Context: an optimization exercise on an open-source flow, tuned for small area, a short achievable clock period and few clock cycles. The choices shown serve that exercise and are no tape-out recipe. Only simulation tests tie the RTL to the original design; equivalence was not proved. Power and IR drop assume default switching activity.

### flow/flow/run.sh
#!/bin/bash
# The standard synthesis, unchanged, then the standard flow's own layout steps with
# repair_timing asked for more setup slack than the 20 ns clock needs, so
# that the layout is optimised towards a shorter period.  Each step's full
# output goes to a log file of its own in this folder.
set -euo pipefail
MARGIN=$(cat flow/margin.txt)
bash standard.sh synth > synth.log 2>&1
bash standard.sh SETUP_SLACK_MARGIN="$MARGIN" finish > layout.log 2>&1
### flow/flow/margin.txt
14
### flow/standard.sh
#!/bin/bash
# synth_recipe.tcl (not shown) runs the flow's synth.tcl, then flattens the netlist and writes it again
# the make line also repeats each setting of config.mk as NAME=value (left out here)
make -C /OpenROAD-flow-scripts/flow DESIGN_CONFIG=/design/flow/config.mk WORK_HOME=/design/flow/orfs CLKGATE_MAP_FILE= SYNTH_SCRIPT=/design/flow/synth_recipe.tcl "${@:-finish}"
### flow/config.mk
export PLATFORM = sky130hd
export DESIGN_NAME = chk_unit
export DESIGN_NICKNAME = chk_unit
export VERILOG_FILES = /design/flow/design.v
export SDC_FILE = /design/flow/constraint.sdc
export NUM_CORES = 4
export LEC_CHECK = 0
export CAP_MARGIN = 20
export CORE_MARGIN = 2
export CORE_UTILIZATION = 55
export SLEW_MARGIN = 20
### flow/constraint.sdc
create_clock -name core_clock -period 20.0 [get_ports {clk}]
set_input_delay 4.0000 -clock core_clock [delete_from_list [all_inputs] [get_ports {clk}]]
set_output_delay 4.0000 -clock core_clock [all_outputs]
set_load 0.01 [all_outputs]
### flow/design.v
module chk_unit (
    input  wire        clk,
    input  wire        rst,
    input  wire        job_valid,
    output wire        job_ready,
    input  wire [31:0] job_cmd,
    input  wire [23:0] job_len,
    input  wire        in_valid,
    output wire        in_ready,
    input  wire [63:0] in_data,
    output reg         res_valid,
    output reg         res_refused,
    output reg  [2:0]  res_refuse_code,
    output reg  [31:0] res_result,
    output reg  [3:0]  res_code,
    output reg  [15:0] res_acount,
    output reg         res_copy,
    output reg  [47:0] res_tail,
    output reg  [2:0]  res_tail_len,
    input  wire        reg_wr,
    input  wire        reg_rd,
    input  wire [15:0] reg_addr,
    input  wire [31:0] reg_wdata,
    output reg  [31:0] reg_rdata
);
    localparam OP_COMPUTE = 2'd0;
    localparam OP_APPEND  = 2'd1;
    localparam OP_CHECK   = 2'd2;
    localparam CODE_DONE     = 4'd2;
    localparam CODE_MISMATCH = 4'd3;
    localparam CODE_REPEAT   = 4'd4;
    localparam CODE_JUMP     = 4'd5;
    integer n;
    reg [31:0] ctx_state [0:15];
    reg [1:0]  ctx_poly  [0:15];
    reg [15:0] ctx_valid;
    reg [15:0] ach_tx  [0:15];
    reg [7:0]  ach_win [0:15];
    reg [15:0] ach_rx  [0:15];
    reg [15:0] ach_rxv;
    reg [15:0] txd, wnd, rxd;
    reg [31:0] cnt_jobs, cnt_mismatch, cnt_alive_err, cnt_refused;
    function [31:0] sat_inc;
        input [31:0] c;
        sat_inc = (c[30:0] == 31'h7FFF_FFFF) ? {1'b1, c[30:0]} : c + 32'd1;
    endfunction
    reg        rdy;
    assign job_ready = rdy;
    assign in_ready  = rdy;
    wire take = job_valid & rdy;
    reg [1:0]  j_op;        
    reg        j_opbad;     
    reg [1:0]  j_poly;
    reg        j_alive, j_resume, j_save;
    reg [3:0]  j_ctx, j_achan;
    reg [23:0] rin;         
    reg        first_pend;  
    reg        take_d;      
    reg [1:0]  nfl;         
    reg [1:0]  c_op;
    reg [1:0]  c_poly;
    reg        c_alive, c_save;
    reg [3:0]  c_ctx, c_achan;
    reg [2:0]  c_rc;
    reg [15:0] c_cnt;
    reg        c_fwd;       
    wire [2:0] j_w = (j_poly[1] == 1'b0) ? 3'd4 : (j_poly[0] ? 3'd1 : 3'd2);
    wire fwd = c_fwd && (c_ctx == j_ctx);
    wire       busy = (nfl != 2'd0);
    wire [3:0] reg_slot = {~reg_addr[6], reg_addr[5:3]};
    wire [3:0] reg_chan = reg_addr[6:3];
    reg  [15:0] j_ctx_oh, j_ach_oh, c_ach_oh;
    wire [15:0] sel_ctx = busy ? j_ctx_oh : (16'd1 << reg_slot);
    wire [15:0] sel_tx  = busy ? j_ach_oh : (16'd1 << reg_chan);
    wire [15:0] sel_rx  = busy ? c_ach_oh : (16'd1 << reg_chan);
    reg [31:0] rd_ctx_state;
    reg [1:0]  rd_ctx_poly;
    reg        rd_ctx_valid;
    reg [15:0] rd_tx0, rd_rx0;
    reg [7:0]  rd_win1;
    reg        rd_txd, rd_wnd, rd_rxd, rd_rxv0;
    always @(*) begin
        rd_ctx_state = 32'd0; rd_ctx_poly = 2'd0; rd_ctx_valid = 1'b0;
        rd_tx0 = 16'd0; rd_rx0 = 16'd0; rd_win1 = 8'd0;
        rd_txd = 1'b0; rd_wnd = 1'b0; rd_rxd = 1'b0; rd_rxv0 = 1'b0;
        for (n = 0; n < 16; n = n + 1) begin
            rd_ctx_state = rd_ctx_state | (ctx_state[n] & {32{sel_ctx[n]}});
            rd_ctx_poly  = rd_ctx_poly  | (ctx_poly[n]  & {2{sel_ctx[n]}});
            rd_ctx_valid = rd_ctx_valid | (ctx_valid[n] & sel_ctx[n]);
            rd_tx0  = rd_tx0  | (ach_tx[n]  & {16{sel_tx[n]}});
            rd_txd  = rd_txd  | (txd[n]     & sel_tx[n]);
            rd_rx0  = rd_rx0  | (ach_rx[n]  & {16{sel_rx[n]}});
            rd_rxv0 = rd_rxv0 | (ach_rxv[n] & sel_rx[n]);
            rd_rxd  = rd_rxd  | (rxd[n]     & sel_rx[n]);
            rd_win1 = rd_win1 | (ach_win[n] & {8{sel_rx[n]}});
            rd_wnd  = rd_wnd  | (wnd[n]     & sel_rx[n]);
        end
    end
    wire [1:0]  j_ctx_poly   = ctx_poly[j_ctx];
    wire        j_ctx_valid  = ctx_valid[j_ctx];
    wire [15:0] rd_tx   = rd_txd ? rd_tx0 : 16'd0;
    wire [7:0]  rd_win0 = rd_wnd ? rd_win1 : 8'd8;
    wire [7:0]  rd_win  = (rd_win0 == 8'd0) ? 8'd1 : rd_win0;
    wire [15:0] rd_rx   = rd_rxd ? rd_rx0 : 16'd0;
    wire        rd_rxv  = rd_rxd & rd_rxv0;
    wire       slot_ok = fwd ? (c_poly == j_poly)
                             : (j_ctx_valid && j_ctx_poly == j_poly);
    wire [4:0] minlen  = {2'd0, j_w} + (j_alive ? 5'd3 : 5'd1);
    wire       too_short = (rin[23:5] == 19'd0) && (rin[4:0] < minlen);
    wire [2:0] rc = j_opbad                       ? 3'd1 :
                    (j_save && j_op != OP_COMPUTE) ? 3'd2 :
                    (j_resume && !slot_ok)         ? 3'd3 :
                    (j_op == OP_CHECK && too_short) ? 3'd4 : 3'd0;
    wire       app_alive = (j_op == OP_APPEND) && j_alive;
    wire [2:0] lm = rin[2:0];                  
    wire [2:0] l_lo = (j_op == OP_CHECK) ? (lm - j_w) :
                      app_alive          ? (lm + 3'd2) : lm;
    wire [2:0] k_job = 3'd0 - l_lo;
    wire [3:0] m_last = (lm == 3'd0) ? 4'd8 : {1'b0, lm};
    wire dm1 = (j_op == OP_CHECK) && (m_last <= {1'b0, j_w});
    wire dp1 = app_alive && (m_last >= 4'd7);
    wire lastin = (rin[23:4] == 20'd0) && (!rin[3] || rin[2:0] == 3'd0);   
    wire second = !lastin && (rin[23:5] == 19'd0) && (!rin[4] || rin[3:0] == 4'd0);  
    reg [63:0] d_r;         
    reg [63:8] prev;        
    wire [7:0] prev_b [1:7];
    genvar gi;
    generate for (gi = 1; gi < 8; gi = gi + 1) begin : g_prev
        assign prev_b[gi] = prev[8*gi +: 8];
    end endgenerate
    reg [2:0]  e_m [0:7];   
    reg        p_v, p_first, p_lastin, p_crc, p_lastcrc, p_ovr, p_rx;
    reg [2:0]  e_k;
    reg [3:0]  e_psel;      
    reg [15:0] e_cnt;       
    reg        e_fcrc, e_frx;
    reg [31:0] e_ss;        
    reg [2:0]  e_rc;        
    reg [31:0] s;           
    reg [15:0] cap_cnt;     
    reg        cap_ok;      
    reg  [63:0]  wa;
    reg  [63:0]  sp;
    always @(*) begin
        for (n = 0; n < 8; n = n + 1) begin
            if (e_m[n] <= n)
                wa[8*n +: 8] = d_r[8*e_m[n] +: 8];
            else
                wa[8*n +: 8] = p_first ? 8'd0 : prev_b[e_m[n]];
            sp[8*n +: 8] = (e_m[n] <= n && e_m[n] <= 3'd3) ? e_ss[8*e_m[n][1:0] +: 8] : 8'd0;
        end
        if (p_ovr)
            wa[63:48] = e_cnt;
    end
    wire [31:0]  sp_hi = e_ss >> {3'd0 - e_k, 3'd0};
    wire [63:0]  sx   = p_first ? sp : {32'd0, s};
    wire [31:0]  sr   = (p_first && e_k[2] && e_k[1:0] != 2'd0) ? sp_hi : 32'd0;
    wire [63:0]  w    = wa ^ sx;
    wire [3:0]   psel = e_psel;
    wire [31:0]  t;
    assign t[0] =
        ((w[24] ^ w[25] ^ w[45] ^ w[49] ^ w[50] ^ w[61]) & (psel[3])) ^
        ((w[12] ^ w[15] ^ w[26] ^ w[44]) & (psel[2])) ^
        ((w[7] ^ w[51] ^ w[63]) & (psel[2] | psel[3])) ^
        ((w[6]) & (psel[1])) ^
        ((w[3] ^ w[9] ^ w[20] ^ w[32]) & (psel[1] | psel[3])) ^
        ((w[1] ^ w[4] ^ w[40] ^ w[54]) & (psel[1] | psel[2])) ^
        ((w[14] ^ w[30] ^ w[35]) & (psel[1] | psel[2] | psel[3])) ^
        ((w[41] ^ w[57] ^ w[60]) & (psel[0])) ^
        ((w[13] ^ w[18] ^ w[22] ^ w[28] ^ w[29] ^ w[56]) & (psel[0] | psel[3])) ^
        ((w[0] ^ w[37] ^ w[43]) & (psel[0] | psel[2])) ^
        ((w[2] ^ w[5] ^ w[21] ^ w[46] ^ w[47] ^ w[59]) & (psel[0] | psel[2] | psel[3])) ^
        ((w[34] ^ w[58]) & (psel[0] | psel[1])) ^
        ((w[27] ^ w[38]) & (psel[0] | psel[1] | psel[3])) ^
        ((w[16] ^ w[17] ^ w[19] ^ w[36]) & (psel[0] | psel[1] | psel[2])) ^
        (w[10] ^ w[11] ^ w[33] ^ w[39] ^ w[48] ^ w[52] ^ w[55]);
    assign t[1] =
        ((w[9] ^ w[26] ^ w[62] ^ w[63]) & (psel[3])) ^
        ((w[24] ^ w[32] ^ w[52]) & (psel[2])) ^
        ((w[13] ^ w[27] ^ w[45]) & (psel[2] | psel[3])) ^
        ((w[10] ^ w[21] ^ w[33]) & (psel[1])) ^
        ((w[4] ^ w[7]) & (psel[1] | psel[3])) ^
        ((w[41]) & (psel[1] | psel[2])) ^
        ((w[2] ^ w[5] ^ w[15] ^ w[31] ^ w[36] ^ w[55]) & (psel[1] | psel[2] | psel[3])) ^
        ((w[14] ^ w[29] ^ w[30] ^ w[42] ^ w[58]) & (psel[0])) ^
        ((w[19] ^ w[23] ^ w[57] ^ w[61]) & (psel[0] | psel[3])) ^
        ((w[1] ^ w[3] ^ w[22] ^ w[44] ^ w[47] ^ w[48]) & (psel[0] | psel[2])) ^
        ((w[6] ^ w[38] ^ w[60]) & (psel[0] | psel[2] | psel[3])) ^
        ((w[28] ^ w[39]) & (psel[0] | psel[1])) ^
        ((w[35] ^ w[56] ^ w[59]) & (psel[0] | psel[1] | psel[3])) ^
        ((w[0] ^ w[11] ^ w[17] ^ w[37] ^ w[49]) & (psel[0] | psel[1] | psel[2])) ^
        (w[12] ^ w[18] ^ w[20] ^ w[34] ^ w[40] ^ w[53]);
    assign t[2] =
        ((w[9] ^ w[47] ^ w[51] ^ w[52] ^ w[55]) & (psel[3])) ^
        ((w[14] ^ w[28] ^ w[46] ^ w[53]) & (psel[2])) ^
        ((w[25] ^ w[33]) & (psel[2] | psel[3])) ^
        ((w[5] ^ w[34]) & (psel[1])) ^
        ((w[8] ^ w[11] ^ w[22] ^ w[56]) & (psel[1] | psel[3])) ^
        ((w[3] ^ w[42]) & (psel[1] | psel[2])) ^
        ((w[6] ^ w[16] ^ w[32] ^ w[37]) & (psel[1] | psel[2] | psel[3])) ^
        ((w[15] ^ w[20] ^ w[31] ^ w[43] ^ w[48]) & (psel[0])) ^
        ((w[24] ^ w[30] ^ w[58] ^ w[59] ^ w[62]) & (psel[0] | psel[3])) ^
        ((w[4] ^ w[7] ^ w[23] ^ w[39] ^ w[61]) & (psel[0] | psel[2])) ^
        ((w[2] ^ w[45] ^ w[49]) & (psel[0] | psel[2] | psel[3])) ^
        ((w[29] ^ w[36] ^ w[57] ^ w[60]) & (psel[0] | psel[1] | psel[3])) ^
        ((w[1] ^ w[12] ^ w[13] ^ w[21] ^ w[35]) & (psel[0] | psel[1] | psel[2])) ^
        (w[0] ^ w[18] ^ w[19] ^ w[38] ^ w[40] ^ w[41] ^ w[50] ^ w[54]);
    assign t[3] =
        ((w[11] ^ w[18] ^ w[27] ^ w[28] ^ w[45] ^ w[48] ^ w[53] ^ w[56]) & (psel[3])) ^
        ((w[15] ^ w[54]) & (psel[2])) ^
        ((w[26] ^ w[29] ^ w[34] ^ w[47]) & (psel[2] | psel[3])) ^
        ((w[0] ^ w[6] ^ w[9]) & (psel[1])) ^
        ((w[12] ^ w[23] ^ w[35] ^ w[57]) & (psel[1] | psel[3])) ^
        ((w[4] ^ w[7] ^ w[33] ^ w[38] ^ w[43]) & (psel[1] | psel[2])) ^
        ((w[17]) & (psel[1] | psel[2] | psel[3])) ^
        ((w[16] ^ w[25] ^ w[32] ^ w[44] ^ w[59] ^ w[63]) & (psel[0])) ^
        ((w[21] ^ w[31] ^ w[40] ^ w[49] ^ w[60]) & (psel[0] | psel[3])) ^
        ((w[3] ^ w[8] ^ w[46] ^ w[50] ^ w[62]) & (psel[0] | psel[2])) ^
        ((w[5] ^ w[24]) & (psel[0] | psel[2] | psel[3])) ^
        ((w[30] ^ w[61]) & (psel[0] | psel[1])) ^
        ((w[37] ^ w[58]) & (psel[0] | psel[1] | psel[3])) ^
        ((w[20] ^ w[36] ^ w[39] ^ w[51] ^ w[55]) & (psel[0] | psel[1] | psel[2])) ^
        (w[1] ^ w[2] ^ w[13] ^ w[14] ^ w[19] ^ w[22] ^ w[41] ^ w[42]);
    assign t[4] =
        ((w[22] ^ w[35] ^ w[41] ^ w[49] ^ w[54]) & (psel[3])) ^
        ((w[47] ^ w[60]) & (psel[2])) ^
        ((w[12] ^ w[30]) & (psel[2] | psel[3])) ^
        ((w[0] ^ w[1] ^ w[24] ^ w[44] ^ w[52]) & (psel[1])) ^
        ((w[2] ^ w[38] ^ w[43] ^ w[59]) & (psel[1] | psel[3])) ^
        ((w[7] ^ w[21] ^ w[37] ^ w[56]) & (psel[1] | psel[2])) ^
        ((w[8]) & (psel[1] | psel[2] | psel[3])) ^
        ((w[9] ^ w[26] ^ w[45] ^ w[51]) & (psel[0])) ^
        ((w[16] ^ w[19] ^ w[25] ^ w[27] ^ w[28] ^ w[29] ^ w[50] ^ w[57] ^ w[61]) & (psel[0] | psel[3])) ^
        ((w[4] ^ w[11] ^ w[48] ^ w[55] ^ w[63]) & (psel[0] | psel[2])) ^
        ((w[6] ^ w[32] ^ w[46]) & (psel[0] | psel[2] | psel[3])) ^
        ((w[10] ^ w[31] ^ w[34] ^ w[62]) & (psel[0] | psel[1])) ^
        ((w[13] ^ w[15] ^ w[18] ^ w[58]) & (psel[0] | psel[1] | psel[3])) ^
        ((w[5] ^ w[39] ^ w[40]) & (psel[0] | psel[1] | psel[2])) ^
        (w[3] ^ w[14] ^ w[20] ^ w[23] ^ w[36] ^ w[42]);
    assign t[5] =
        ((w[10] ^ w[17] ^ w[23] ^ w[27] ^ w[42] ^ w[46] ^ w[52] ^ w[56] ^ w[58]) & (psel[3])) ^
        ((w[33] ^ w[47]) & (psel[2])) ^
        ((w[5] ^ w[31] ^ w[61]) & (psel[2] | psel[3])) ^
        ((w[1] ^ w[3] ^ w[16] ^ w[53] ^ w[59]) & (psel[1])) ^
        ((w[11] ^ w[19] ^ w[25] ^ w[44] ^ w[45]) & (psel[1] | psel[3])) ^
        ((w[9] ^ w[21] ^ w[41]) & (psel[1] | psel[2])) ^
        ((w[8] ^ w[37] ^ w[43]) & (psel[1] | psel[2] | psel[3])) ^
        ((w[20] ^ w[30] ^ w[34] ^ w[51] ^ w[55]) & (psel[0])) ^
        ((w[0] ^ w[18] ^ w[26] ^ w[36] ^ w[62]) & (psel[0] | psel[3])) ^
        ((w[7] ^ w[12] ^ w[13]) & (psel[0] | psel[2])) ^
        ((w[48] ^ w[49]) & (psel[0] | psel[2] | psel[3])) ^
        ((w[14] ^ w[39]) & (psel[0] | psel[1])) ^
        ((w[2] ^ w[35] ^ w[60] ^ w[63]) & (psel[0] | psel[1] | psel[3])) ^
        ((w[6] ^ w[40] ^ w[57]) & (psel[0] | psel[1] | psel[2])) ^
        (w[4] ^ w[15] ^ w[22] ^ w[24] ^ w[32] ^ w[38]);
    assign t[6] =
        ((w[20] ^ w[36] ^ w[37] ^ w[53]) & (psel[3])) ^
        ((w[13] ^ w[58]) & (psel[2])) ^
        ((w[0] ^ w[9] ^ w[16] ^ w[33] ^ w[39] ^ w[62]) & (psel[2] | psel[3])) ^
        ((w[30] ^ w[52]) & (psel[1])) ^
        ((w[12] ^ w[19] ^ w[26] ^ w[27] ^ w[45]) & (psel[1] | psel[3])) ^
        ((w[32] ^ w[41] ^ w[42]) & (psel[1] | psel[2])) ^
        ((w[5] ^ w[6] ^ w[44]) & (psel[1] | psel[2] | psel[3])) ^
        ((w[17] ^ w[29] ^ w[31] ^ w[40]) & (psel[0])) ^
        ((w[3] ^ w[8] ^ w[18] ^ w[28] ^ w[43] ^ w[47] ^ w[57] ^ w[59] ^ w[63]) & (psel[0] | psel[3])) ^
        ((w[10]) & (psel[0] | psel[2])) ^
        ((w[38] ^ w[49] ^ w[50]) & (psel[0] | psel[2] | psel[3])) ^
        ((w[2] ^ w[15] ^ w[35] ^ w[55] ^ w[60]) & (psel[0] | psel[1])) ^
        ((w[1] ^ w[11] ^ w[46] ^ w[48] ^ w[61]) & (psel[0] | psel[1] | psel[3])) ^
        ((w[7] ^ w[14] ^ w[22] ^ w[34]) & (psel[0] | psel[1] | psel[2])) ^
        (w[23] ^ w[25]);
    assign t[7] =
        ((w[19] ^ w[29] ^ w[48] ^ w[54] ^ w[58] ^ w[60]) & (psel[3])) ^
        ((w[11] ^ w[14]) & (psel[2])) ^
        ((w[1] ^ w[39] ^ w[63]) & (psel[2] | psel[3])) ^
        ((w[0] ^ w[16] ^ w[31] ^ w[36] ^ w[53] ^ w[56]) & (psel[1])) ^
        ((w[2] ^ w[20] ^ w[47]) & (psel[1] | psel[3])) ^
        ((w[42]) & (psel[1] | psel[2])) ^
        ((w[6] ^ w[7] ^ w[45]) & (psel[1] | psel[2] | psel[3])) ^
        ((w[5] ^ w[22] ^ w[30] ^ w[52] ^ w[55] ^ w[57]) & (psel[0])) ^
        ((w[4] ^ w[9] ^ w[21] ^ w[32] ^ w[37] ^ w[38] ^ w[44]) & (psel[0] | psel[3])) ^
        ((w[59]) & (psel[0] | psel[2])) ^
        ((w[10] ^ w[17] ^ w[34] ^ w[50] ^ w[51]) & (psel[0] | psel[2] | psel[3])) ^
        ((w[3] ^ w[61]) & (psel[0] | psel[1])) ^
        ((w[12] ^ w[13] ^ w[27] ^ w[28] ^ w[46] ^ w[49] ^ w[62]) & (psel[0] | psel[1] | psel[3])) ^
        ((w[15] ^ w[23] ^ w[33] ^ w[35] ^ w[43]) & (psel[0] | psel[1] | psel[2])) ^
        (w[8] ^ w[24] ^ w[26]);
    assign t[8] =
        ((w[2] ^ w[12] ^ w[15]) & (psel[2])) ^
        ((w[1] ^ w[3] ^ w[17] ^ w[21] ^ w[32] ^ w[37] ^ w[54] ^ w[57]) & (psel[1])) ^
        ((w[7] ^ w[8] ^ w[43] ^ w[46] ^ w[48]) & (psel[1] | psel[2])) ^
        ((w[5] ^ w[6] ^ w[10] ^ w[22] ^ w[23] ^ w[31] ^ w[33] ^ w[38] ^ w[39] ^ w[45] ^ w[53] ^ w[58]) & (psel[0])) ^
        ((w[0] ^ w[11] ^ w[18] ^ w[35] ^ w[51] ^ w[52] ^ w[56] ^ w[60]) & (psel[0] | psel[2])) ^
        ((w[4] ^ w[13] ^ w[14] ^ w[16] ^ w[28] ^ w[29] ^ w[47] ^ w[50] ^ w[62] ^ w[63]) & (psel[0] | psel[1])) ^
        ((w[9] ^ w[24] ^ w[25] ^ w[27] ^ w[34] ^ w[36] ^ w[44]) & (psel[0] | psel[1] | psel[2]));
    assign t[9] =
        ((w[0] ^ w[9] ^ w[10] ^ w[57]) & (psel[2])) ^
        ((w[5] ^ w[8] ^ w[11] ^ w[20] ^ w[29] ^ w[34] ^ w[39]) & (psel[1])) ^
        ((w[3] ^ w[19] ^ w[28] ^ w[36] ^ w[37] ^ w[44] ^ w[49] ^ w[52]) & (psel[1] | psel[2])) ^
        ((w[7] ^ w[14] ^ w[21] ^ w[23] ^ w[24] ^ w[30] ^ w[33] ^ w[38] ^ w[41] ^ w[43] ^ w[55] ^ w[56] ^ w[58] ^ w[60]) & (psel[0])) ^
        ((w[12] ^ w[13] ^ w[35] ^ w[53] ^ w[61]) & (psel[0] | psel[2])) ^
        ((w[2] ^ w[6] ^ w[15] ^ w[16] ^ w[18] ^ w[22] ^ w[27] ^ w[32] ^ w[40] ^ w[51] ^ w[54] ^ w[63]) & (psel[0] | psel[1])) ^
        ((w[1] ^ w[25] ^ w[26] ^ w[45] ^ w[47]) & (psel[0] | psel[1] | psel[2]));
    assign t[10] =
        ((w[4] ^ w[13] ^ w[20] ^ w[27]) & (psel[2])) ^
        ((w[12] ^ w[28] ^ w[34] ^ w[39] ^ w[41]) & (psel[1])) ^
        ((w[1] ^ w[2] ^ w[32] ^ w[36] ^ w[45] ^ w[46] ^ w[50] ^ w[53]) & (psel[1] | psel[2])) ^
        ((w[0] ^ w[3] ^ w[5] ^ w[8] ^ w[15] ^ w[18] ^ w[24] ^ w[25] ^ w[31] ^ w[42] ^ w[43] ^ w[44] ^ w[47] ^ w[60] ^ w[61]) & (psel[0])) ^
        ((w[38] ^ w[62]) & (psel[0] | psel[2])) ^
        ((w[7] ^ w[21] ^ w[23]) & (psel[0] | psel[1])) ^
        ((w[10] ^ w[11] ^ w[14] ^ w[26] ^ w[29] ^ w[37] ^ w[54] ^ w[58]) & (psel[0] | psel[1] | psel[2]));
    assign t[11] =
        ((w[5] ^ w[14] ^ w[21] ^ w[28]) & (psel[2])) ^
        ((w[13] ^ w[29] ^ w[35] ^ w[40] ^ w[42]) & (psel[1])) ^
        ((w[2] ^ w[3] ^ w[33] ^ w[37] ^ w[46] ^ w[47] ^ w[51] ^ w[54]) & (psel[1] | psel[2])) ^
        ((w[0] ^ w[1] ^ w[4] ^ w[6] ^ w[9] ^ w[16] ^ w[19] ^ w[25] ^ w[26] ^ w[32] ^ w[43] ^ w[44] ^ w[45] ^ w[48] ^ w[61] ^ w[62]) & (psel[0])) ^
        ((w[39] ^ w[63]) & (psel[0] | psel[2])) ^
        ((w[8] ^ w[22] ^ w[24]) & (psel[0] | psel[1])) ^
        ((w[11] ^ w[12] ^ w[15] ^ w[27] ^ w[30] ^ w[38] ^ w[55] ^ w[59]) & (psel[0] | psel[1] | psel[2]));
    assign t[12] =
        ((w[6] ^ w[15] ^ w[24] ^ w[32]) & (psel[2])) ^
        ((w[14] ^ w[16] ^ w[30] ^ w[56]) & (psel[1])) ^
        ((w[3] ^ w[4] ^ w[13] ^ w[28] ^ w[39] ^ w[60]) & (psel[1] | psel[2])) ^
        ((w[1] ^ w[7] ^ w[11] ^ w[18] ^ w[19] ^ w[20] ^ w[21] ^ w[26] ^ w[37] ^ w[44] ^ w[45] ^ w[49] ^ w[57] ^ w[58] ^ w[59] ^ w[62] ^ w[63]) & (psel[0])) ^
        ((w[0] ^ w[22] ^ w[29] ^ w[40]) & (psel[0] | psel[2])) ^
        ((w[9] ^ w[23] ^ w[25] ^ w[36] ^ w[41] ^ w[43]) & (psel[0] | psel[1])) ^
        ((w[12] ^ w[31] ^ w[34] ^ w[38] ^ w[47] ^ w[48] ^ w[52] ^ w[55]) & (psel[0] | psel[1] | psel[2]));
    assign t[13] =
        ((w[2] ^ w[9] ^ w[27] ^ w[41] ^ w[46] ^ w[51] ^ w[60]) & (psel[2])) ^
        ((w[10] ^ w[31] ^ w[37]) & (psel[1])) ^
        ((w[4] ^ w[13] ^ w[14] ^ w[15] ^ w[39] ^ w[40] ^ w[48] ^ w[56] ^ w[61]) & (psel[1] | psel[2])) ^
        ((w[0] ^ w[20] ^ w[28] ^ w[45] ^ w[47] ^ w[50] ^ w[55] ^ w[63]) & (psel[0])) ^
        ((w[1] ^ w[8] ^ w[11] ^ w[12] ^ w[16] ^ w[18] ^ w[23] ^ w[30] ^ w[33] ^ w[34] ^ w[36] ^ w[43] ^ w[52]) & (psel[0] | psel[2])) ^
        ((w[17] ^ w[24] ^ w[26] ^ w[35] ^ w[42] ^ w[57]) & (psel[0] | psel[1])) ^
        ((w[5] ^ w[29] ^ w[32] ^ w[44] ^ w[49] ^ w[53]) & (psel[0] | psel[1] | psel[2]));
    assign t[14] =
        ((w[2] ^ w[3] ^ w[8] ^ w[13] ^ w[17] ^ w[19] ^ w[34] ^ w[37] ^ w[42] ^ w[61]) & (psel[2])) ^
        ((w[18] ^ w[27] ^ w[32] ^ w[36] ^ w[40] ^ w[43] ^ w[58]) & (psel[1])) ^
        ((w[14] ^ w[15] ^ w[33] ^ w[49] ^ w[62]) & (psel[1] | psel[2])) ^
        ((w[1] ^ w[22] ^ w[39] ^ w[51] ^ w[55] ^ w[59] ^ w[60]) & (psel[0])) ^
        ((w[0] ^ w[9] ^ w[10] ^ w[12] ^ w[24] ^ w[28] ^ w[31] ^ w[35] ^ w[44] ^ w[47] ^ w[52] ^ w[53]) & (psel[0] | psel[2])) ^
        ((w[11] ^ w[16] ^ w[25] ^ w[38]) & (psel[0] | psel[1])) ^
        ((w[5] ^ w[6] ^ w[30] ^ w[41] ^ w[45] ^ w[50] ^ w[54] ^ w[57]) & (psel[0] | psel[1] | psel[2]));
    assign t[15] =
        ((w[0] ^ w[3] ^ w[4] ^ w[9] ^ w[14] ^ w[18] ^ w[20] ^ w[35] ^ w[38] ^ w[43] ^ w[62]) & (psel[2])) ^
        ((w[19] ^ w[28] ^ w[33] ^ w[37] ^ w[41] ^ w[44] ^ w[59]) & (psel[1])) ^
        ((w[15] ^ w[16] ^ w[34] ^ w[50] ^ w[63]) & (psel[1] | psel[2])) ^
        ((w[2] ^ w[23] ^ w[40] ^ w[48] ^ w[52] ^ w[56] ^ w[60] ^ w[61]) & (psel[0])) ^
        ((w[1] ^ w[10] ^ w[11] ^ w[13] ^ w[25] ^ w[29] ^ w[32] ^ w[36] ^ w[45] ^ w[53] ^ w[54]) & (psel[0] | psel[2])) ^
        ((w[12] ^ w[17] ^ w[26] ^ w[39]) & (psel[0] | psel[1])) ^
        ((w[6] ^ w[7] ^ w[31] ^ w[42] ^ w[46] ^ w[51] ^ w[55] ^ w[58]) & (psel[0] | psel[1] | psel[2]));
    assign t[16] =
        ((w[1] ^ w[4] ^ w[6] ^ w[9] ^ w[10] ^ w[19] ^ w[29] ^ w[36] ^ w[39] ^ w[42] ^ w[45] ^ w[48] ^ w[51] ^ w[58] ^ w[60]) & (psel[1])) ^
        ((w[2] ^ w[12] ^ w[24] ^ w[26] ^ w[27] ^ w[32] ^ w[37] ^ w[40] ^ w[41] ^ w[46] ^ w[49] ^ w[52] ^ w[53] ^ w[57] ^ w[61] ^ w[62]) & (psel[0])) ^
        ((w[3] ^ w[7] ^ w[8] ^ w[11] ^ w[13] ^ w[14] ^ w[18] ^ w[30] ^ w[33] ^ w[43] ^ w[47] ^ w[54] ^ w[55] ^ w[56] ^ w[59]) & (psel[0] | psel[1]));
    assign t[17] =
        ((w[0] ^ w[2] ^ w[5] ^ w[7] ^ w[10] ^ w[11] ^ w[20] ^ w[30] ^ w[37] ^ w[40] ^ w[43] ^ w[46] ^ w[49] ^ w[52] ^ w[59] ^ w[61]) & (psel[1])) ^
        ((w[3] ^ w[13] ^ w[25] ^ w[27] ^ w[28] ^ w[33] ^ w[38] ^ w[41] ^ w[42] ^ w[47] ^ w[50] ^ w[53] ^ w[54] ^ w[58] ^ w[62] ^ w[63]) & (psel[0])) ^
        ((w[4] ^ w[8] ^ w[9] ^ w[12] ^ w[14] ^ w[15] ^ w[19] ^ w[31] ^ w[34] ^ w[44] ^ w[48] ^ w[55] ^ w[56] ^ w[57] ^ w[60]) & (psel[0] | psel[1]));
    assign t[18] =
        ((w[1] ^ w[3] ^ w[5] ^ w[6] ^ w[8] ^ w[10] ^ w[12] ^ w[13] ^ w[16] ^ w[31] ^ w[44] ^ w[50] ^ w[53] ^ w[56] ^ w[57] ^ w[58] ^ w[62]) & (psel[1])) ^
        ((w[0] ^ w[2] ^ w[4] ^ w[14] ^ w[17] ^ w[18] ^ w[19] ^ w[22] ^ w[26] ^ w[27] ^ w[33] ^ w[36] ^ w[37] ^ w[42] ^ w[46] ^ w[51] ^ w[52] ^ w[54] ^ w[63]) & (psel[0])) ^
        ((w[9] ^ w[11] ^ w[15] ^ w[20] ^ w[21] ^ w[32] ^ w[35] ^ w[38] ^ w[41] ^ w[45] ^ w[47] ^ w[49] ^ w[60] ^ w[61]) & (psel[0] | psel[1]));
    assign t[19] =
        ((w[4] ^ w[6] ^ w[7] ^ w[9] ^ w[10] ^ w[14] ^ w[16] ^ w[21] ^ w[22] ^ w[32] ^ w[33] ^ w[36] ^ w[39] ^ w[45] ^ w[46] ^ w[48] ^ w[51] ^ w[54] ^ w[63]) & (psel[1])) ^
        ((w[1] ^ w[3] ^ w[15] ^ w[20] ^ w[23] ^ w[29] ^ w[41] ^ w[53] ^ w[56] ^ w[60]) & (psel[0])) ^
        ((w[0] ^ w[2] ^ w[11] ^ w[12] ^ w[13] ^ w[17] ^ w[42] ^ w[50] ^ w[57] ^ w[58] ^ w[59] ^ w[61] ^ w[62]) & (psel[0] | psel[1]));
    assign t[20] =
        ((w[5] ^ w[6] ^ w[7] ^ w[8] ^ w[9] ^ w[15] ^ w[19] ^ w[20] ^ w[22] ^ w[23] ^ w[27] ^ w[32] ^ w[35] ^ w[36] ^ w[37] ^ w[38] ^ w[39] ^ w[46] ^ w[47] ^ w[48] ^ w[49]) & (psel[1])) ^
        ((w[0] ^ w[1] ^ w[2] ^ w[3] ^ w[14] ^ w[21] ^ w[24] ^ w[42] ^ w[57] ^ w[58] ^ w[61]) & (psel[0])) ^
        ((w[4] ^ w[12] ^ w[13] ^ w[16] ^ w[18] ^ w[30] ^ w[43] ^ w[51] ^ w[54] ^ w[59] ^ w[60] ^ w[62] ^ w[63]) & (psel[0] | psel[1]));
    assign t[21] =
        ((w[5] ^ w[7] ^ w[8] ^ w[13] ^ w[23] ^ w[24] ^ w[30] ^ w[32] ^ w[35] ^ w[49] ^ w[50] ^ w[54] ^ w[58] ^ w[60]) & (psel[1])) ^
        ((w[10] ^ w[14] ^ w[15] ^ w[16] ^ w[18] ^ w[25] ^ w[29] ^ w[33] ^ w[36] ^ w[38] ^ w[39] ^ w[41] ^ w[46] ^ w[48] ^ w[56] ^ w[57] ^ w[62]) & (psel[0])) ^
        ((w[0] ^ w[1] ^ w[3] ^ w[4] ^ w[11] ^ w[21] ^ w[27] ^ w[28] ^ w[31] ^ w[34] ^ w[37] ^ w[44] ^ w[47] ^ w[61] ^ w[63]) & (psel[0] | psel[1]));
    assign t[22] =
        ((w[2] ^ w[3] ^ w[5] ^ w[8] ^ w[11] ^ w[16] ^ w[17] ^ w[19] ^ w[20] ^ w[22] ^ w[24] ^ w[25] ^ w[28] ^ w[29] ^ w[31] ^ w[34] ^ w[39] ^ w[50] ^ w[51] ^ w[54] ^ w[58] ^ w[61]) & (psel[1])) ^
        ((w[1] ^ w[4] ^ w[13] ^ w[15] ^ w[18] ^ w[21] ^ w[26] ^ w[32] ^ w[33] ^ w[35] ^ w[36] ^ w[41] ^ w[42] ^ w[43] ^ w[46] ^ w[49] ^ w[55] ^ w[56] ^ w[60] ^ w[63]) & (psel[0])) ^
        ((w[10] ^ w[12] ^ w[27] ^ w[30] ^ w[40] ^ w[45] ^ w[52] ^ w[59] ^ w[62]) & (psel[0] | psel[1]));
    assign t[23] =
        ((w[0] ^ w[3] ^ w[4] ^ w[6] ^ w[9] ^ w[11] ^ w[12] ^ w[13] ^ w[20] ^ w[23] ^ w[25] ^ w[26] ^ w[28] ^ w[30] ^ w[32] ^ w[35] ^ w[40] ^ w[41] ^ w[46] ^ w[51] ^ w[60] ^ w[62]) & (psel[1])) ^
        ((w[10] ^ w[14] ^ w[38] ^ w[39] ^ w[42] ^ w[44] ^ w[48] ^ w[50] ^ w[58] ^ w[61]) & (psel[0])) ^
        ((w[17] ^ w[18] ^ w[21] ^ w[29] ^ w[31] ^ w[52] ^ w[53] ^ w[55] ^ w[59] ^ w[63]) & (psel[0] | psel[1]));
    assign t[24] =
        ((w[3] ^ w[6] ^ w[7] ^ w[9] ^ w[11] ^ w[12] ^ w[18] ^ w[20] ^ w[22] ^ w[24] ^ w[26] ^ w[31] ^ w[35] ^ w[39] ^ w[42] ^ w[56] ^ w[60] ^ w[61] ^ w[63]) & (psel[1])) ^
        ((w[0] ^ w[2] ^ w[10] ^ w[15] ^ w[27] ^ w[28] ^ w[30] ^ w[32] ^ w[33] ^ w[36] ^ w[37] ^ w[45] ^ w[46] ^ w[49] ^ w[51] ^ w[52] ^ w[54] ^ w[57] ^ w[62]) & (psel[0])) ^
        ((w[5] ^ w[13] ^ w[16] ^ w[17] ^ w[21] ^ w[29] ^ w[34] ^ w[38] ^ w[40] ^ w[41] ^ w[47] ^ w[48] ^ w[53] ^ w[55] ^ w[58]) & (psel[0] | psel[1]));
    assign t[25] =
        ((w[7] ^ w[8] ^ w[9] ^ w[12] ^ w[13] ^ w[20] ^ w[21] ^ w[23] ^ w[25] ^ w[43] ^ w[57] ^ w[61] ^ w[62]) & (psel[1])) ^
        ((w[6] ^ w[14] ^ w[17] ^ w[28] ^ w[29] ^ w[30] ^ w[31] ^ w[35] ^ w[37] ^ w[39] ^ w[46] ^ w[47] ^ w[48] ^ w[50] ^ w[53] ^ w[54] ^ w[63]) & (psel[0])) ^
        ((w[1] ^ w[3] ^ w[11] ^ w[16] ^ w[18] ^ w[22] ^ w[33] ^ w[34] ^ w[38] ^ w[41] ^ w[42] ^ w[49] ^ w[52] ^ w[55] ^ w[56] ^ w[58] ^ w[59]) & (psel[0] | psel[1]));
    assign t[26] =
        ((w[0] ^ w[2] ^ w[8] ^ w[9] ^ w[14] ^ w[17] ^ w[19] ^ w[24] ^ w[26] ^ w[34] ^ w[39] ^ w[43] ^ w[44] ^ w[56] ^ w[57] ^ w[59] ^ w[60] ^ w[62] ^ w[63]) & (psel[1])) ^
        ((w[5] ^ w[7] ^ w[11] ^ w[15] ^ w[16] ^ w[27] ^ w[28] ^ w[30] ^ w[31] ^ w[32] ^ w[33] ^ w[37] ^ w[40] ^ w[41] ^ w[46] ^ w[49] ^ w[51] ^ w[52] ^ w[54]) & (psel[0])) ^
        ((w[4] ^ w[10] ^ w[12] ^ w[13] ^ w[21] ^ w[22] ^ w[23] ^ w[35] ^ w[42] ^ w[50] ^ w[53] ^ w[58]) & (psel[0] | psel[1]));
    assign t[27] =
        ((w[4] ^ w[15] ^ w[18] ^ w[19] ^ w[25] ^ w[30] ^ w[39] ^ w[44] ^ w[45] ^ w[48] ^ w[57] ^ w[60] ^ w[61] ^ w[63]) & (psel[1])) ^
        ((w[8] ^ w[11] ^ w[12] ^ w[14] ^ w[28] ^ w[29] ^ w[31] ^ w[36] ^ w[41] ^ w[42] ^ w[47] ^ w[50] ^ w[53] ^ w[54]) & (psel[0])) ^
        ((w[0] ^ w[5] ^ w[6] ^ w[13] ^ w[16] ^ w[17] ^ w[22] ^ w[23] ^ w[24] ^ w[32] ^ w[33] ^ w[34] ^ w[38] ^ w[43] ^ w[51] ^ w[52] ^ w[55] ^ w[59]) & (psel[0] | psel[1]));
    assign t[28] =
        ((w[3] ^ w[4] ^ w[5] ^ w[10] ^ w[11] ^ w[26] ^ w[27] ^ w[31] ^ w[36] ^ w[38] ^ w[45] ^ w[46] ^ w[49] ^ w[61] ^ w[62]) & (psel[1])) ^
        ((w[1] ^ w[6] ^ w[12] ^ w[13] ^ w[14] ^ w[15] ^ w[17] ^ w[29] ^ w[33] ^ w[34] ^ w[35] ^ w[37] ^ w[39] ^ w[42] ^ w[43] ^ w[51] ^ w[52]) & (psel[0])) ^
        ((w[7] ^ w[9] ^ w[18] ^ w[23] ^ w[24] ^ w[25] ^ w[30] ^ w[32] ^ w[44] ^ w[48] ^ w[53] ^ w[54] ^ w[55] ^ w[56] ^ w[60]) & (psel[0] | psel[1]));
    assign t[29] =
        ((w[4] ^ w[5] ^ w[6] ^ w[11] ^ w[12] ^ w[27] ^ w[28] ^ w[32] ^ w[37] ^ w[39] ^ w[46] ^ w[47] ^ w[50] ^ w[62] ^ w[63]) & (psel[1])) ^
        ((w[2] ^ w[7] ^ w[13] ^ w[14] ^ w[15] ^ w[16] ^ w[18] ^ w[30] ^ w[34] ^ w[35] ^ w[36] ^ w[38] ^ w[40] ^ w[43] ^ w[44] ^ w[52] ^ w[53]) & (psel[0])) ^
        ((w[8] ^ w[10] ^ w[19] ^ w[24] ^ w[25] ^ w[26] ^ w[31] ^ w[33] ^ w[45] ^ w[49] ^ w[54] ^ w[55] ^ w[56] ^ w[57] ^ w[61]) & (psel[0] | psel[1]));
    assign t[30] =
        ((w[1] ^ w[4] ^ w[5] ^ w[7] ^ w[10] ^ w[12] ^ w[13] ^ w[28] ^ w[29] ^ w[30] ^ w[47] ^ w[51] ^ w[52] ^ w[63]) & (psel[1])) ^
        ((w[8] ^ w[9] ^ w[11] ^ w[15] ^ w[20] ^ w[27] ^ w[31] ^ w[32] ^ w[34] ^ w[37] ^ w[41] ^ w[44] ^ w[45] ^ w[53] ^ w[55] ^ w[58]) & (psel[0])) ^
        ((w[0] ^ w[3] ^ w[14] ^ w[16] ^ w[17] ^ w[19] ^ w[25] ^ w[26] ^ w[35] ^ w[36] ^ w[39] ^ w[46] ^ w[50] ^ w[54] ^ w[56] ^ w[57] ^ w[62]) & (psel[0] | psel[1]));
    assign t[31] =
        ((w[0] ^ w[2] ^ w[3] ^ w[5] ^ w[8] ^ w[13] ^ w[19] ^ w[29] ^ w[31] ^ w[34] ^ w[39] ^ w[53]) & (psel[1])) ^
        ((w[1] ^ w[4] ^ w[12] ^ w[17] ^ w[20] ^ w[21] ^ w[27] ^ w[28] ^ w[36] ^ w[40] ^ w[42] ^ w[45] ^ w[46] ^ w[55] ^ w[56] ^ w[58] ^ w[59]) & (psel[0])) ^
        ((w[9] ^ w[10] ^ w[15] ^ w[16] ^ w[18] ^ w[26] ^ w[32] ^ w[33] ^ w[35] ^ w[37] ^ w[38] ^ w[47] ^ w[51] ^ w[54] ^ w[57] ^ w[63]) & (psel[0] | psel[1]));
    wire [31:0]  s_next = t ^ sr;
    wire rx_match = e_psel[3] ? (wa[7:0] == ~s[7:0]) :
                    e_psel[2] ? ({wa[7:0], wa[15:8]} == s[15:0]) :
                                (wa[31:0] == ~s);
    wire [31:0] slot_int = (j_poly == 2'd2) ? {16'd0, rd_ctx_state[7:0], rd_ctx_state[15:8]}
                                            : rd_ctx_state;
    wire [31:0] init_int = (j_poly == 2'd3) ? 32'h0000_00FF :
                           (j_poly == 2'd2) ? 32'h0000_FFFF : 32'hFFFF_FFFF;
    wire [31:0] ss_job   = !j_resume ? init_int : (fwd ? s : slot_int);
    reg e0, e1;    
    reg [15:0] cr_rx;    
    reg        cr_rxv;
    reg [7:0]  cr_win;
    reg        inc_pend;   
    wire [31:0] s_ext   = (c_poly == 2'd2) ? {16'd0, s[7:0], s[15:8]} : s;
    wire [31:0] fin_crc = (c_poly == 2'd3) ? {24'd0, s_ext[7:0] ^ 8'hFF} :
                          (c_poly == 2'd2) ? s_ext : ~s_ext;
    wire [2:0]  c_w     = (c_poly[1] == 1'b0) ? 3'd4 : (c_poly[0] ? 3'd1 : 3'd2);
    wire        crc_ok  = cap_ok;
    wire [15:0] rx_dist = cap_cnt - cr_rx;
    wire        c_ref   = (c_rc != 3'd0);
    reg [3:0]  f_code;
    reg        f_copy, f_rxupd;
    reg [47:0] f_tail;
    reg [2:0]  f_tail_len;
    reg [15:0] f_acount;
    always @(*) begin
        f_code     = CODE_DONE;
        f_copy     = 1'b0;
        f_rxupd    = 1'b0;
        f_tail     = 48'd0;
        f_tail_len = 3'd0;
        f_acount   = 16'd0;
        case (c_op)
            OP_APPEND: begin
                f_copy = 1'b1;
                if (c_alive) begin
                    f_acount   = c_cnt;
                    f_tail     = {fin_crc, c_cnt};
                    f_tail_len = c_w + 3'd2;
                end else begin
                    f_tail     = {16'd0, fin_crc};
                    f_tail_len = c_w;
                end
            end
            OP_CHECK: begin
                if (c_alive)
                    f_acount = cap_cnt;
                if (!crc_ok) begin
                    f_code = CODE_MISMATCH;
                end else if (!c_alive || !cr_rxv) begin
                    f_copy  = 1'b1;
                    f_rxupd = c_alive;
                end else if (rx_dist == 16'd0) begin
                    f_code = CODE_REPEAT;
                end else if (rx_dist <= {8'd0, cr_win}) begin
                    f_copy  = 1'b1;
                    f_rxupd = 1'b1;
                end else begin
                    f_code  = CODE_JUMP;
                    f_copy  = 1'b1;
                    f_rxupd = 1'b1;
                end
            end
            default: ;
        endcase
    end
    wire reg_ach = (reg_addr[15:7] == 9'b1000_0000_0);
    wire        rx_upd = e1 && !c_ref && f_rxupd;
    wire        ctx_we = e1 && !c_ref && c_save;
    wire        win_we = reg_wr && reg_ach && !reg_addr[2];
    wire        tx_we  = win_we || inc_pend;
    wire [3:0]  tx_wa  = inc_pend ? j_achan : reg_chan;
    wire [15:0] tx_wd  = inc_pend ? e_cnt + 16'd1 : reg_wdata[15:0];
    wire        rx_we  = (reg_wr && reg_ach && reg_addr[2]) || rx_upd;
    wire [3:0]  rx_wa  = rx_upd ? c_achan : reg_chan;
    wire [15:0] rx_wd  = rx_upd ? cap_cnt : reg_wdata[15:0];
    wire        rxv_wd = rx_upd ? 1'b1 : reg_wdata[16];
    always @(posedge clk) begin
        d_r <= in_data;
        if (p_v)
            prev <= d_r[63:8];
        if (take) begin
            j_op     <= job_cmd[1:0];
            j_opbad  <= job_cmd[2] || job_cmd[1:0] == 2'd3 ||
                        job_cmd[31:21] != 11'd0 || job_cmd[19:16] != 4'd0;
            j_poly   <= job_cmd[4:3];
            j_alive  <= job_cmd[5];
            j_resume <= job_cmd[6];
            j_save   <= job_cmd[7];
            j_ctx    <= job_cmd[11:8];
            j_achan  <= job_cmd[15:12];
            j_ctx_oh <= 16'd1 << job_cmd[11:8];
            j_ach_oh <= 16'd1 << job_cmd[15:12];
            rin      <= job_len;
        end else if (in_valid) begin
            rin[23:3] <= rin[23:3] - 21'd1;
        end
        if (take_d) begin
            e_k    <= k_job;
            for (n = 0; n < 8; n = n + 1)
                e_m[n] <= n - k_job;
            e_psel <= 4'b0001 << j_poly;
            e_cnt  <= rd_tx;
            e_fcrc <= dp1;
            e_frx  <= (j_op == OP_CHECK) && !dm1;
            e_ss   <= ss_job;
            e_rc   <= rc;
        end
        if (in_valid) begin
            p_first   <= first_pend;
            p_lastin  <= lastin;
            p_crc     <= !(dm1 && lastin);
            p_lastcrc <= dm1 ? second : (!dp1 && lastin);
            p_ovr     <= app_alive && !dp1 && lastin;
            p_rx      <= dm1 && lastin;
        end else begin
            p_first   <= 1'b0;
            p_lastin  <= 1'b0;
            p_crc     <= e_fcrc;
            p_lastcrc <= e_fcrc;
            p_ovr     <= e_fcrc;
            p_rx      <= e_frx;
        end
        if (p_v && p_crc)
            s <= s_next;
        if (p_v && p_lastcrc)
            cap_cnt <= wa[63:48];
        if (p_v && p_rx)
            cap_ok <= rx_match;
        if (p_v && p_lastin) begin
            c_op    <= j_op;
            c_poly  <= j_poly;
            c_alive <= j_alive;
            c_save  <= j_save;
            c_ctx   <= j_ctx;
            c_achan <= j_achan;
            c_ach_oh <= j_ach_oh;
            c_rc    <= e_rc;
            c_cnt   <= e_cnt;
        end
        if (e0) begin
            cr_rx  <= rd_rx;
            cr_rxv <= rd_rxv;
            cr_win <= rd_win;
        end
        res_refused     <= c_ref;
        res_refuse_code <= c_rc;
        res_result      <= c_ref ? 32'd0 : (c_save ? s_ext : fin_crc);
        res_code        <= c_ref ? 4'd0 : f_code;
        res_acount      <= c_ref ? 16'd0 : f_acount;
        res_copy        <= !c_ref && f_copy;
        res_tail        <= c_ref ? 48'd0 : f_tail;
        res_tail_len    <= c_ref ? 3'd0 : f_tail_len;
        for (n = 0; n < 16; n = n + 1) begin
            if (ctx_we && c_ctx == n) begin
                ctx_state[n] <= s_ext;
                ctx_poly[n]  <= c_poly;
            end
            if (tx_we && tx_wa == n)
                ach_tx[n] <= tx_wd;
            if (win_we && reg_chan == n)
                ach_win[n] <= reg_wdata[23:16];
            if (rx_we && rx_wa == n) begin
                ach_rx[n]  <= rx_wd;
                ach_rxv[n] <= rxv_wd;
            end
        end
        if (rst) begin
            rdy        <= 1'b0;
            take_d     <= 1'b0;
            inc_pend   <= 1'b0;
            first_pend <= 1'b0;
            nfl        <= 2'd0;
            p_v        <= 1'b0;
            e0         <= 1'b0;
            e1         <= 1'b0;
            res_valid  <= 1'b0;
            c_fwd      <= 1'b0;
            ctx_valid  <= 16'd0;
            txd        <= 16'd0;
            wnd        <= 16'd0;
            rxd        <= 16'd0;
            cnt_jobs      <= 32'd0;
            cnt_mismatch  <= 32'd0;
            cnt_alive_err <= 32'd0;
            cnt_refused   <= 32'd0;
        end else begin
            rdy    <= 1'b1;
            take_d <= take;
            if (take)
                first_pend <= 1'b1;
            else if (in_valid)
                first_pend <= 1'b0;
            nfl <= nfl + {1'b0, take} - {1'b0, e1};
            p_v <= in_valid || (p_v && p_lastin && (e_fcrc || e_frx));
            e0  <= p_v && p_lastin;
            e1  <= e0;
            res_valid <= e1;
            if (p_v && p_lastin)
                c_fwd <= j_save && (e_rc == 3'd0);
            if (e1) begin
                if (c_ref) begin
                    cnt_refused <= sat_inc(cnt_refused);
                end else begin
                    cnt_jobs <= sat_inc(cnt_jobs);
                    if (f_code == CODE_MISMATCH)
                        cnt_mismatch <= sat_inc(cnt_mismatch);
                    if (f_code == CODE_REPEAT || f_code == CODE_JUMP)
                        cnt_alive_err <= sat_inc(cnt_alive_err);
                end
            end
            inc_pend <= take_d && app_alive && (rc == 3'd0);
            for (n = 0; n < 16; n = n + 1) begin
                if (ctx_we && c_ctx == n)
                    ctx_valid[n] <= 1'b1;
                if (tx_we && tx_wa == n)
                    txd[n] <= 1'b1;
                if (win_we && reg_chan == n)
                    wnd[n] <= 1'b1;
                if (rx_we && rx_wa == n)
                    rxd[n] <= 1'b1;
            end
        end
    end
    wire reg_ctx = (reg_addr[15:6] == 10'h041) ||
                   (reg_addr[15:6] == 10'h042);    
    reg [31:0] rd_val;
    always @(*) begin
        rd_val = 32'd0;
        if (reg_ach) begin
            if (!reg_addr[2])
                rd_val = {8'd0, rd_win, rd_tx};
            else
                rd_val = {15'd0, rd_rxv, rd_rx};
        end else if (reg_ctx) begin
            if (!reg_addr[2])
                rd_val = rd_ctx_valid ? rd_ctx_state : 32'd0;
            else
                rd_val = {23'd0, rd_ctx_valid, 6'd0, rd_ctx_valid ? rd_ctx_poly : 2'd0};
        end else begin
            case (reg_addr[15:2])
                14'h0400: rd_val[8] = busy;
                14'h0402: rd_val = cnt_jobs;
                14'h0403: rd_val = cnt_mismatch;
                14'h0404: rd_val = cnt_alive_err;
                14'h0405: rd_val = cnt_refused;
                default:  rd_val = 32'd0;
            endcase
        end
    end
    always @(posedge clk)
        reg_rdata <= rd_val;
endmodule
==> results of run 1 <==
## routing by layer
layer,wire (um),vias to the layer above,track usage (%)
met5,137,-,0
met4,31420,18,30.76
met3,39880,1114,9.325
met2,162400,4711,62.28
met1,132000,34220,52.68
li1,-,28890,-
## critical path, cell delays in order (launching register included)
cell and delay [ns]:
edfxtp_1 0.32, buf_4 0.68, nor2b_1 0.39, a221oi_1 0.14, a311oi_1 0.86, mux2i_4 0.36, buf_4 0.40, xnor2_4 0.31
xor2_1 0.25, xnor2_1 0.37, xnor2_1 0.20, xnor2_1 0.17, nor2_1 0.06, a221oi_1 0.80, xnor2_1 0.29
## sequential cells by signal, summed over array words and instances (netlist names), 24 cells and up
signal and count:
ctx_state 512, ach_rx 256, ach_tx 256, ach_win 128, d_r 64, prev 56
res_tail 48, cnt_alive_err 32, cnt_jobs 32, cnt_mismatch 32, cnt_refused 32, ctx_poly 32
e_ss 32, reg_rdata 32, res_result 32, s 32, rin 24
## Yosys cell counts, drive strengths merged, types with 44 or more instances
cell    number
and3        66
a221oi     163
dfxtp      412
a22oi      478
mux2        75
edfxtp    1522
a31oi       50
xor2       436
nand2      377
mux2i      169
a21o        71
and2        44
nand4       87
xnor2      871
a22o       167
mux4        64
nor2       763
nor3       103
a21oi      197
nor2b       47
clkbuf     328
nand3      187
o21ai      186
inv        109
nand2b      55
buf        151
## final timing paths
kind                                 from                  to  slack, ns  cells past startpoint
worst max register to register  e_m[4][1]               s[14]      13.98                     14
worst min register to register    c_rc[1]  res_refuse_code[1]       0.42                      0
worst max-delay path            e_m[4][1]               s[14]      13.98                     14
worst min-delay path              c_rc[1]  res_refuse_code[1]       0.42                      0
## cells by family (layout without fill, tap and decap cells)
group / count (synthesis) / count (layout) / synth area share [%]
fa+ha+maj: 45 / 45 / 0.6187
buf+inv: 594 / 1132 / 2.684
simple gates: 1846 / 1846 / 9.061
xor+xnor: 1345 / 1345 / 13.69
flops: 1934 / 1934 / 57.75
compound gates: 1527 / 1527 / 11.88
mux: 308 / 308 / 4.319
other cells: 1 / 10 / 0.004014
## what timing repair did
action,4_1_cts,5_1_grt
setup endpoints to repair,792,217
pin swaps,46,41
buffers inserted,81,35
resized for setup,190,88
gates cloned,3,2
## power by group
part | internal, uW | total (uW) | leakage, uW | switching [uW]
logic | 3570 | 8730 | 0.0167 | 5160
clock network | 2070 | 3680 | 0.00314 | 1610
registers | 4680 | 4850 | 0.0172 | 173
total | 10300 | 17300 | 0.0370 | 6950
## layout make-up
cell class              instances  area, um2  share of cell area [%]
well taps                    2218       2775                   2.541
flip-flops and latches       1934      53970                   49.41
repair buffers                652       6580                   6.024
diodes                          9      22.52                 0.02062
inverters                     115      434.2                  0.3975
clock inverters               118       1316                   1.205
multi-input cells            5072      38990                   35.70
clock buffers                 247       5136                   4.702
## metrics by stage
stage                     hold slack, ns  setup slack [ns]  power, uW  cells  utilization [%]
after floorplan                   0.3490             13.64      10760   7600                -
after global placement            0.4017             11.48      13190   9868            59.23
after detailed placement          0.3962             11.44      13270   9868            59.24
after CTS                         0.4145             13.94      16970  10320            64.14
after global routing              0.4105             13.95      17730  10360            64.59
final                             0.4210             13.98      17260  10370            64.60
==> flow_summary.ini, run 1 <==
[timing]
finalCriticalPeriod_ns = 6.021
hold_violations = 0
drv_slew = 0
setup_viol = 0
rsz0062_at_grt = yes
finClkSkew_ns = 0.09123
worst_slew_pin_slew_ns = 1.258
slew_headroom_pct = 15.82
fin_crit_sh_pct = 30.10
max_freq_mhz = 166.1
finalSetupTns_ns = 0

[clock_tree]
clk_path_buf_depth = 3
htree_levels = 4
clock_latency_ns = 0.91
cts_tree = done
clock-sinks = 1934
holdBufCountCts = 0
clkSlewWorstSetupHoldPaths_ns = 0.06
cts_root_buf = clkbuf_16
cts-buffers-inserted = 194

[floorplan]
initial_utilization_pct = 55.25
die_w_um = 416.2
die_h_um = 416.2
io-pin-count = 317
rows = 151
dieArea_um2 = 173200
core-area_um2 = 169100

[finish]
fin_nets = 8188
stdcell_area_um2 = 109200
fillers = 12840
drive_gt1_share_pct = 14.27
mostFrequentLayoutCells = 1522 x edfxtp_1, 845 x xnor2_1, 665 x nor2_1
layout_commonest_cell = edfxtp_1
area_delta_synth_final_pct = 16.91

[detailed_routing]
drc = 0
drt_iter0_drc = 10440
wl_per_cell_um = 35.29
via_per_inst = 6.653
vias = 68950
drtAntennaViolNets = 0
dr.pass1.iters = 8
wirelength_mm = 365.8

[yosys]
syn_area_um2 = 93430
synthDominantCellAreaShare_pct = 48.92
ys_types = 112
synthesis.nets = 7819
ys.flop_type = edfxtp_1
yosysWarningCount = 15
synth_top_cell_by_area = edfxtp_1
yosysSeqAreaShare_pct = 57.75
synth-edff-count = 1522
syn_inst = 7600
ys_ff_latch = 1934
synth.area.top_cells = edfxtp_1 49%, dfxtp_1 8.8%, xnor2_1 8.0%, a22oi_1 3.8%, xor2_1 3.8%
syn_avg_cell_area_um2 = 12.29
synth-async-reset-ratio_pct = 0

[min_path]
hold_class = flop to flop

[power]
p_per_area_nw_per_um2 = 158.0
ir_drop_mv = 0.1831
leakagePower_uw = 0.03705

[status]
status = no timing/DRC/antenna violations

[placement]
dpl.hpwl_mm = 243.7
gp_congestion = 1.037
io_buffers = 303
placed_area_um2 = 100200

[critical_path]
start_kind = flop
crit_type = flop to flop
critical_path_peak_fanout = 71
cp-end-kind = flop
cp.required_ns = 20.50
worst_ep_arrival_time_ns = 6.52

[run]
drv_cap = 0

[grt]
antenna_found_initial = 31
grt_first_pass_wirelength_mm = 501.5
grt_pass1_vias = 64690
grt_max_degree = 116
grt_remaining_overflow = 0
grtUsageTotal_pct = 41.41
Testbench counts, summed over its fixed seeds: cycles 55,509.
==> inputs of run 2 (changes only) <==
--- a/flow/design.v
+++ b/flow/design.v
@@ -132,3 +132,2 @@
     reg        p_v, p_first, p_lastin, p_crc, p_lastcrc, p_ovr, p_rx;
-    reg [2:0]  e_k;
     reg [3:0]  e_psel;      
@@ -154,5 +153,10 @@
     end
-    wire [31:0]  sp_hi = e_ss >> {3'd0 - e_k, 3'd0};
+    reg  [31:0]  sr;
+    always @(*) begin
+        sr = 32'd0;
+        for (n = 0; n < 3; n = n + 1)
+            if (p_first && e_m[n] > n && e_m[n] <= 3'd3)
+                sr[8*n +: 8] = e_ss[8*e_m[n][1:0] +: 8];
+    end
     wire [63:0]  sx   = p_first ? sp : {32'd0, s};
-    wire [31:0]  sr   = (p_first && e_k[2] && e_k[1:0] != 2'd0) ? sp_hi : 32'd0;
     wire [63:0]  w    = wa ^ sx;
@@ -514,3 +518,2 @@
         if (take_d) begin
-            e_k    <= k_job;
             for (n = 0; n < 8; n = n + 1)
--- a/flow/config.mk
+++ b/flow/config.mk
@@ -9,3 +9,4 @@
 export CORE_MARGIN = 2
-export CORE_UTILIZATION = 55
+export CORE_UTILIZATION = 35
 export SLEW_MARGIN = 20
+export TNS_END_PERCENT = 5
==> run 2 against run 1 <==
Compared with the run above: cell count grew 12%; hold slack gained 0.020 ns; synthesized area shrank 0.72%; utilization shrank 23 points; maximum frequency shrank 2.0%; register-to-register slack lost 0.05 ns; critical endpoint is now reg_rdata[13]; largest power group unchanged.
==> flow_summary.ini, run 2 <==
[detailed_routing]
via_per_inst = 5.879
vias = 68440
drt_iter0_drc = 9545
drc = 0
drtAntennaViolNets = 0
dr.pass1.iters = 6
wirelength_mm = 382.3
wl_per_cell_um = 32.85

[clock_tree]
clock_latency_ns = 0.96
htree_levels = 4
clock-sinks = 1934
holdBufCountCts = 0
cts_tree = done
cts_root_buf = clkbuf_16
clk_path_buf_depth = 4
cts-buffers-inserted = 209
clkSlewWorstSetupHoldPaths_ns = 0.06

[timing]
fin_crit_sh_pct = 30.71
worst_slew_pin_slew_ns = 1.246
hold_violations = 0
finalCriticalPeriod_ns = 6.143
max_freq_mhz = 162.8
drv_slew = 0
rsz0062_at_grt = yes
finClkSkew_ns = 0.1563
setup_viol = 0
slew_headroom_pct = 16.66
finalSetupTns_ns = 0

[critical_path]
crit_path_max_incr_delay_ns = 0.50
crit_type = input pin to flop
regToRegStartpoint = e_m[4][1]
worst_ep_arrival_time_ns = 6.98
critical_path_peak_fanout = 27
start_kind = input pin
cp-end-kind = flop
critical_path.slowest_cell = a31oi_2
cp.required_ns = 20.84
cp-startpoint = reg_addr[3]
worstPathCellList = buf_2, nor2_1, nand2_2, nor2_1, a21o_4, a22oi_1, nand4_1, nor2_2, buf_4, a31oi_2, a22oi_1, o2111ai_1
rr_worst_depth = 14

[run]
drv_cap = 0

[finish]
fin_nets = 8156
fillers = 24540
drive_gt1_share_pct = 13.10
largest_reg_flops = 512
area_delta_synth_final_pct = 17.91
layout_commonest_cell = edfxtp_1
top_register = ctx_state
finish.utilization_pct = 41.59
reg_top3 = ctx_state x512, ach_rx x256, ach_tx x256
mostFrequentLayoutCells = 1522 x edfxtp_1, 866 x xnor2_1, 582 x nor2_1

[yosys]
synthDominantCellAreaShare_pct = 49.27
yosysWarningCount = 15
syn_avg_cell_area_um2 = 12.23
ys_ff_latch = 1934
syn_inst = 7587
synth_most_common_cell = edfxtp_1
synth_top_cell_by_area = edfxtp_1
ys_types = 101
synth-edff-count = 1522
synthesis.nets = 7806
ys.flop_type = edfxtp_1
synth.area.top_cells = edfxtp_1 49%, dfxtp_1 8.9%, xnor2_1 8.3%, xor2_1 3.8%, a22oi_1 3.6%
yosysSeqAreaShare_pct = 58.17
syn_area_um2 = 92750
synth_commonest_cells = 1522 x edfxtp_1, 876 x xnor2_1, 669 x nor2_1
synth-async-reset-ratio_pct = 0

[grt]
use_met3_pct = 5.733
grt_use_met1_pct = 34.56
grt_util_met2_pct = 42.63
antenna_found_initial = 34
grtUsageTotal_pct = 27.30
top_usage_layer = met2
grt_max_degree = 120
grt_pass1_vias = 65000
grt_remaining_overflow = 0
grt_first_pass_wirelength_mm = 519.1

[min_path]
hold_class = flop to flop
hp-start = e_rc[1]
hold_depth = 0

[placement]
dpl.hpwl_mm = 252.8
io_buffers = 303
gp_congestion = 1.008

[floorplan]
rows = 188
core-area_um2 = 263000
dieArea_um2 = 269100
die_w_um = 518.8
initial_utilization_pct = 35.27
die_h_um = 518.8
io-pin-count = 317

[power]
ir_drop_mv = 0.2530
leakagePower_uw = 0.03638
p_per_area_nw_per_um2 = 161.4

[status]
status = no timing/DRC/antenna violations
## run 2: kinds of logic (layout without fill, tap and decap cells)
kind of cell	after synthesis	in the layout	synth area share (%)
and+or+nand+nor	1872	1872	9.289
muxes	264	264	3.948
AOI/OAI and AO/OA	1540	1544	11.95
other	1	19	0.004043
adders and majority gates	45	45	0.6232
xor gates and xnor gates	1340	1340	13.32
DFF	1934	1934	58.17
buffers and inverters	591	1107	2.703
## run 2: stage by stage
step                      cell area, um2  instances  setup WS (ns)  total power, uW  hold WS [ns]
after floorplan                    92790       7587          13.54            10980        0.3490
after global placement            100700      11190          11.22            13450        0.4285
after detailed placement          100700      11190          11.15            13480        0.4347
after CTS                         109100      11620          13.75            17460        0.4438
after global routing              109300      11630          13.83            18210        0.4548
final                             109400      11640          13.86            17650        0.4408
## run 2: cell type report
type	instances	area, um2	area share, %
multi-input combinational	5066	37740	34.50
antenna	18	45.04	0.04119
timing repair buffer	602	5841	5.340
sequential	1934	53960	49.34
tap	3515	4398	4.021
clock inverter	99	997.2	0.9118
inverter	124	466.7	0.4267
clock buffer	282	5924	5.417
## run 2: metal layers
layer	wire [um]	up-vias
met5	200	-
met1	143900	34280
met3	38630	1018
met4	27980	32
met2	171700	4344
li1	-	28760
## run 2: repair_timing
item,CTS,global route
pin swaps,19,2
endpoints found under the setup margin,820,467
cloned,5,0
buffers inserted,43,2
gates resized for setup,219,29
## run 2: critical path: cells and delay by family
kind,cells,cell delay [ns]
buf+inv,2,0.45
simple gates,5,0.93
compound gates,5,1.53
## run 2: final timing paths
check / endpoint / slack [ns]
max: reg_rdata[13] / 13.86
min: c_rc[1] / 0.44
max reg2reg: s[6] / 13.93
min reg2reg: c_rc[1] / 0.44
## run 2: power by group
group          switching [uW]  internal (uW)  leakage (uW)
clock                    1660           2250       0.00338
sequential                121           4680        0.0172
combinational            5300           3630        0.0158
total                    7080          10600        0.0364
Testbench counts of run 2, summed over its fixed seeds: cycles 55,509.

re-timing with driven ports:
The results above use ideal ports. As a check the final layouts listed here were re-extracted and re-timed, cells and wires unchanged.
Step 1: set_driving_cell puts a clkbuf_16 on clk and a buf_2 on each other input, an assumption about the parent block.
Step 2 also shifts input and output timing later by t, the mid clock arrival at the registers, as if the neighbouring blocks saw the same clock.
Three values: no drivers, after step 1, after step 2; two values: the first two.
run	t, ns	slack for setup (ns)	worst setup path after step 2	slew at the worst register clock pin (ns)	pins driven straight from the clock port
run 1	0.956	13.979 / 13.923 / 13.068	input to register	0.07 / 0.07	1
run 2	0.991	13.857 / 13.778 / 12.881	input to register	0.08 / 0.08	1
After both steps setup and hold are still met in every run listed. The setup slack of run 2, which loses most, moves by -0.079 ns with the drivers and by -0.976 ns with both steps.
